Context: an optimization exercise on an open-source flow, tuned for small area, a short achievable clock period and few clock cycles per item. The choices shown serve that exercise and are no tape-out recipe.
In this exercise RTL edits were held to simulation tests only and were not proved equivalent to the original.
No activity file was given, so power comes from the tool's default toggle rates.

red:
==> module bsn_law, before the edit <==
module bsn_law (
    input             clk,
    input             rst,
    input             start,
    input      [3:0]  law_type,
    input             manual,
    input             track_en,
    input      [31:0] track,
    input      [31:0] x0,
    input      [31:0] x1,
    input      [31:0] x2,
    input      [31:0] x3,
    input      [31:0] c0,
    input      [31:0] c1,
    input      [31:0] c2,
    input      [31:0] c3,
    input      [31:0] c4,
    input      [5:0]  sh0,
    input      [5:0]  sh1,
    input      [5:0]  sh2,
    input      [5:0]  sh3,
    input      [5:0]  sh4,
    input      [31:0] s0,
    input      [31:0] s1,
    input      [31:0] s2,
    input      [31:0] s3,
    input      [31:0] outhi,
    input      [31:0] outlo,
    input      [31:0] manval,
    output reg        done,
    output reg [31:0] outv,
    output reg [31:0] ns0,
    output reg [31:0] ns1,
    output reg [31:0] ns2,
    output reg [31:0] ns3,
    output            sat_acc,
    output            sat_out,
    output            lim_hi,
    output            lim_lo
);
    localparam [3:0] T_LEADLAG = 4'h2;
    localparam [3:0] T_FILTER2 = 4'h3;
    localparam [3:0] T_RATELIM = 4'h4;
    localparam [3:0] T_SUM     = 4'h6;
    localparam [71:0] ACC_MAX = {1'b0, {71{1'b1}}};
    localparam [71:0] ACC_MIN = {1'b1, {71{1'b0}}};
    wire is_ll  = (law_type == T_LEADLAG);
    wire is_f2  = (law_type == T_FILTER2);
    wire is_rl  = (law_type == T_RATELIM);
    wire is_sum = (law_type == T_SUM);
    wire prodlaw = (is_ll | is_f2 | is_sum) & ~manual;
    reg        r_ll, r_f2, r_rl, r_sum, r_trk;
    reg [31:0] r_hi, r_lo;
    reg        busy;        
    reg [2:0]  k;
    wire [2:0] kk    = busy ? k : 3'd0;
    wire       v1    = busy | (start & prodlaw);
    wire       last1 = busy & (k == (r_ll ? 3'd2 : r_sum ? 3'd3 : 3'd4));
    reg [31:0] opm, opc;
    reg [5:0]  opsh;
    always @(*) begin
        case (kk)
            3'd0: begin opc = c0; opsh = sh0; opm = x0; end
            3'd1: begin opc = c1; opsh = sh1; opm = r_sum ? x1 : s0; end
            3'd2: begin opc = c2; opsh = sh2; opm = r_sum ? x2 : s1; end
            3'd3: begin opc = c3; opsh = sh3; opm = r_sum ? x3 : s2; end
            default: begin opc = c4; opsh = sh4; opm = s3; end
        endcase
    end
    wire opneg = busy & r_f2 & (k[2] | (k[1] & k[0]));    
    wire [63:0] row0, row1;
    bsn_mul u_mul (.a(opm), .b(opc), .r0(row0), .r1(row1));
    reg [63:0] m_r0, m_r1;
    reg [5:0]  m_sh;
    reg        m_neg, m_first, m_last, m_v;
    reg [71:0] acc;
    reg        satf;
    wire [71:0] accv = acc;
    wire [63:0] prod = m_r0 + m_r1;
    wire [87:0] p88  = {prod, 24'd0};
    wire [87:0] al   = $signed(p88) >>> m_sh;
    wire [72:0] a73  = al[72:0];
    wire [63:48] fits;
    genvar gi;
    generate
        for (gi = 48; gi < 64; gi = gi + 1) begin : g_fit
            assign fits[gi] = (prod[63:gi] == {(64-gi){prod[63]}});
        end
    endgenerate
    wire big = (m_sh <= 6'd14) & ~fits[6'd48 + m_sh];
    wire [73:0] t74   = {a73[72], a73} ^ {74{m_neg}};
    wire [71:0] accin = m_first ? 72'd0 : accv;
    wire [73:0] sum74 = {{2{accin[71]}}, accin} + t74 + {73'd0, m_neg};
    wire ovf   = ~((sum74[73:71] == 3'b000) | (sum74[73:71] == 3'b111));
    wire tneg  = prod[63] ^ m_neg;
    wire s_pos = big ? ~tneg : (ovf & ~sum74[73]);
    wire s_neg = big ?  tneg : (ovf &  sum74[73]);
    wire signed [33:0] rl_up = $signed({s0[31], s0[31], s0}) + $signed({c0[31], c0[31], c0});
    wire signed [33:0] rl_dn = $signed({s0[31], s0[31], s0}) - $signed({c1[31], c1[31], c1});
    wire signed [33:0] rl_x  = $signed({x0[31], x0[31], x0});
    wire rl_gt  = (rl_x > rl_up);
    wire rl_lox = (rl_x < rl_dn);
    wire rl_lou = (rl_up < rl_dn);
    wire rl_lo  = rl_gt ? rl_lou : rl_lox;
    wire signed [33:0] rl_sum = rl_lo ? rl_dn : rl_gt ? rl_up : rl_x;
    wire        ld_rl = ~manual & ~track_en;
    wire [47:0] ld_mt = manual ? {{16{manval[31]}}, manval} : {{16{track[31]}}, track};
    always @(posedge clk) begin
        if (rst) begin
            busy <= 1'b0;
            m_v  <= 1'b0;
            done <= 1'b0;
        end else begin
            busy <= (start & prodlaw) | (busy & ~last1);
            m_v  <= v1;
            done <= (start & ~prodlaw) | (m_v & m_last);
        end
    end
    always @(posedge clk) begin
        k <= kk + 3'd1;
        r_ll  <= is_ll;
        r_f2  <= is_f2;
        r_rl  <= is_rl;
        r_sum <= is_sum;
        r_trk <= track_en & ~manual;
        r_hi  <= outhi;
        r_lo  <= outlo;
        m_r0    <= row0;
        m_r1    <= row1;
        m_sh    <= opsh;
        m_neg   <= opneg;
        m_first <= ~busy;
        m_last  <= last1;
        if (start & ~prodlaw & ld_rl) begin
            acc  <= {{14{rl_sum[33]}}, rl_sum, 24'd0};
            satf <= 1'b0;
        end else if (start & ~prodlaw) begin
            acc  <= {ld_mt, 24'd0};
            satf <= 1'b0;
        end else begin
            if (m_last & r_trk)
                acc <= {{16{track[31]}}, track, 24'd0};
            else
                acc <= s_pos ? ACC_MAX : s_neg ? ACC_MIN : sum74[71:0];
            satf <= (~m_first & satf) | s_pos | s_neg;
        end
    end
    wire [47:0] uq = accv[71:24];
    wire [23:0] uf = accv[23:0];
    wire [47:0] hi48 = {{16{r_hi[31]}}, r_hi};
    wire [47:0] lo48 = {{16{r_lo[31]}}, r_lo};
    wire gt_hi    = ($signed(uq) > $signed(hi48)) | ((uq == hi48) & (|uf));
    wire lt_lo    = ($signed(uq) < $signed(lo48));
    wire eq_lo    = (uq == lo48) & ~(|uf);
    wire hi_lt_lo = ($signed(r_hi) < $signed(r_lo));
    wire sel_hi   = gt_hi & ~hi_lt_lo;
    wire sel_lo   = gt_hi ? hi_lt_lo : lt_lo;
    wire rnd_up   = uf[23] & ((|uf[22:0]) | uq[0]);
    wire [31:0] rv = uq[31:0] + {31'd0, rnd_up};
    assign sat_acc = satf;
    assign sat_out = sel_hi | (sel_lo & ~eq_lo);
    always @(*) begin
        outv = sel_lo ? r_lo : sel_hi ? r_hi : rv;
        ns0 = 32'd0; ns1 = 32'd0; ns2 = 32'd0; ns3 = 32'd0;
        if (r_ll) begin
            ns0 = x0; ns1 = outv;
        end else if (r_f2) begin
            ns0 = x0; ns1 = s0; ns2 = outv; ns3 = r_trk ? outv : s2;
        end else if (r_rl) begin
            ns0 = outv;
        end
    end
    assign lim_hi = sel_hi | (sel_lo ? (r_lo == r_hi) : (rv == r_hi));
    assign lim_lo = sel_lo | (sel_hi ? (r_hi == r_lo) : (rv == r_lo));
endmodule
Settings: LEC_CHECK=0, ABC_AREA=1, CAP_MARGIN=20, CORE_MARGIN=2, CORE_UTILIZATION=45, SLEW_MARGIN=20; clock period 25.0 ns.
standard.sh (not shown) runs the stock make flow with config.mk's settings and CLKGATE_MAP_FILE= SYNTH_SCRIPT=/design/flow/synth_recipe.tcl, a recipe that flattens the netlist after the stock synthesis.
==> flow/flow/run.sh <==
#!/bin/bash
# Layout flow: the standard flow (standard synthesis included), with
# timing repair aimed at a larger setup slack margin and plain buffers on the
# ports instead of the delay cells buffer_ports picks by default. Each tool's
# output stays in ORFS's per-step logs under orfs/logs; make's own output goes
# to flow_make.log here.
set -euo pipefail
source "$(dirname "$0")/knobs.sh"
bash standard.sh SETUP_SLACK_MARGIN=${MARGIN} \
  "BUFFER_PORTS_ARGS=-buffer_cell ${PORT_BUF}" finish > flow_make.log 2>&1
==> flow/flow/knobs.sh <==
MARGIN=14
PORT_BUF=sky130_fd_sc_hd__buf_1
Testbench counts of red, summed over its fixed seeds: cycles 61,512, items 12,000.
diff inputs: red => blue
diff --git a/flow/design.v b/flow/design.v
--- a/flow/design.v
+++ b/flow/design.v
@@ -97,15 +97,13 @@
     wire s_neg = big ?  tneg : (ovf &  sum74[73]);
     wire signed [33:0] rl_up = $signed({s0[31], s0[31], s0}) + $signed({c0[31], c0[31], c0});
     wire signed [33:0] rl_dn = $signed({s0[31], s0[31], s0}) - $signed({c1[31], c1[31], c1});
     wire signed [33:0] rl_x  = $signed({x0[31], x0[31], x0});
-    wire rl_gt  = (rl_x > rl_up);
-    wire rl_lox = (rl_x < rl_dn);
-    wire rl_lou = (rl_up < rl_dn);
-    wire rl_lo  = rl_gt ? rl_lou : rl_lox;
-    wire signed [33:0] rl_sum = rl_lo ? rl_dn : rl_gt ? rl_up : rl_x;
-    wire        ld_rl = ~manual & ~track_en;
-    wire [47:0] ld_mt = manual ? {{16{manval[31]}}, manval} : {{16{track[31]}}, track};
+    wire signed [33:0] rl_mn = (rl_x > rl_up) ? rl_up : rl_x;
+    wire signed [33:0] rl_sum = (rl_mn < rl_dn) ? rl_dn : rl_mn;
+    wire [47:0] ld_q = manual   ? {{16{manval[31]}}, manval} :
+                       track_en ? {{16{track[31]}}, track} :
+                                  {{14{rl_sum[33]}}, rl_sum};
     always @(posedge clk) begin
         if (rst) begin
             busy <= 1'b0;
             m_v  <= 1'b0;
@@ -130,13 +128,10 @@
         m_sh    <= opsh;
         m_neg   <= opneg;
         m_first <= ~busy;
         m_last  <= last1;
-        if (start & ~prodlaw & ld_rl) begin
-            acc  <= {{14{rl_sum[33]}}, rl_sum, 24'd0};
-            satf <= 1'b0;
-        end else if (start & ~prodlaw) begin
-            acc  <= {ld_mt, 24'd0};
+        if (start & ~prodlaw) begin
+            acc  <= {ld_q, 24'd0};
             satf <= 1'b0;
         end else begin
             if (m_last & r_trk)
                 acc <= {{16{track[31]}}, track, 24'd0};
Findings:
- In blue, the reported clock group power came out about 1% below the value in red.
- [compare] base=red new=blue: switching part of the total grew by 0.63 points; number of global-route vias before repair grew by 2038.
- Number of combinational gates with multiple inputs delta (blue -> red): insignificant
- Comparing standby leakage power for blue and red, the bigger number came from blue.
- Between blue and red, the overall die width figures differ only marginally.
Testbench counts of blue, summed over its fixed seeds: cycles 61,512, items 12,000.

## re-timing with driven ports
No port has a modelled driver above. Below, the same layouts with a new extraction and two added sets of constraints. Step 1, drivers: a clkbuf_16 drives clk and a buf_2 each remaining input, both assumed. Step 2, shift: input delay + t, output delay - t, t = (earliest + latest rising clock arrival at the registers) / 2. This alone moves slack from input paths to output paths. a / b / c = ideal / step 1 / step 2; a / b = the first two.
run	shift t [ns]	setup WS [ns]	worst setup path at the end	worst register clock-pin slew, ns
red	0.675	13.914 / 13.811 / 13.437	input to register	0.08 / 0.08
blue	0.671	13.640 / 13.540 / 12.870	input to register	0.07 / 0.07
After both steps setup and hold are still met in every run listed. The setup slack of blue, which loses most, moves by -0.100 ns with the drivers and by -0.770 ns with both steps.
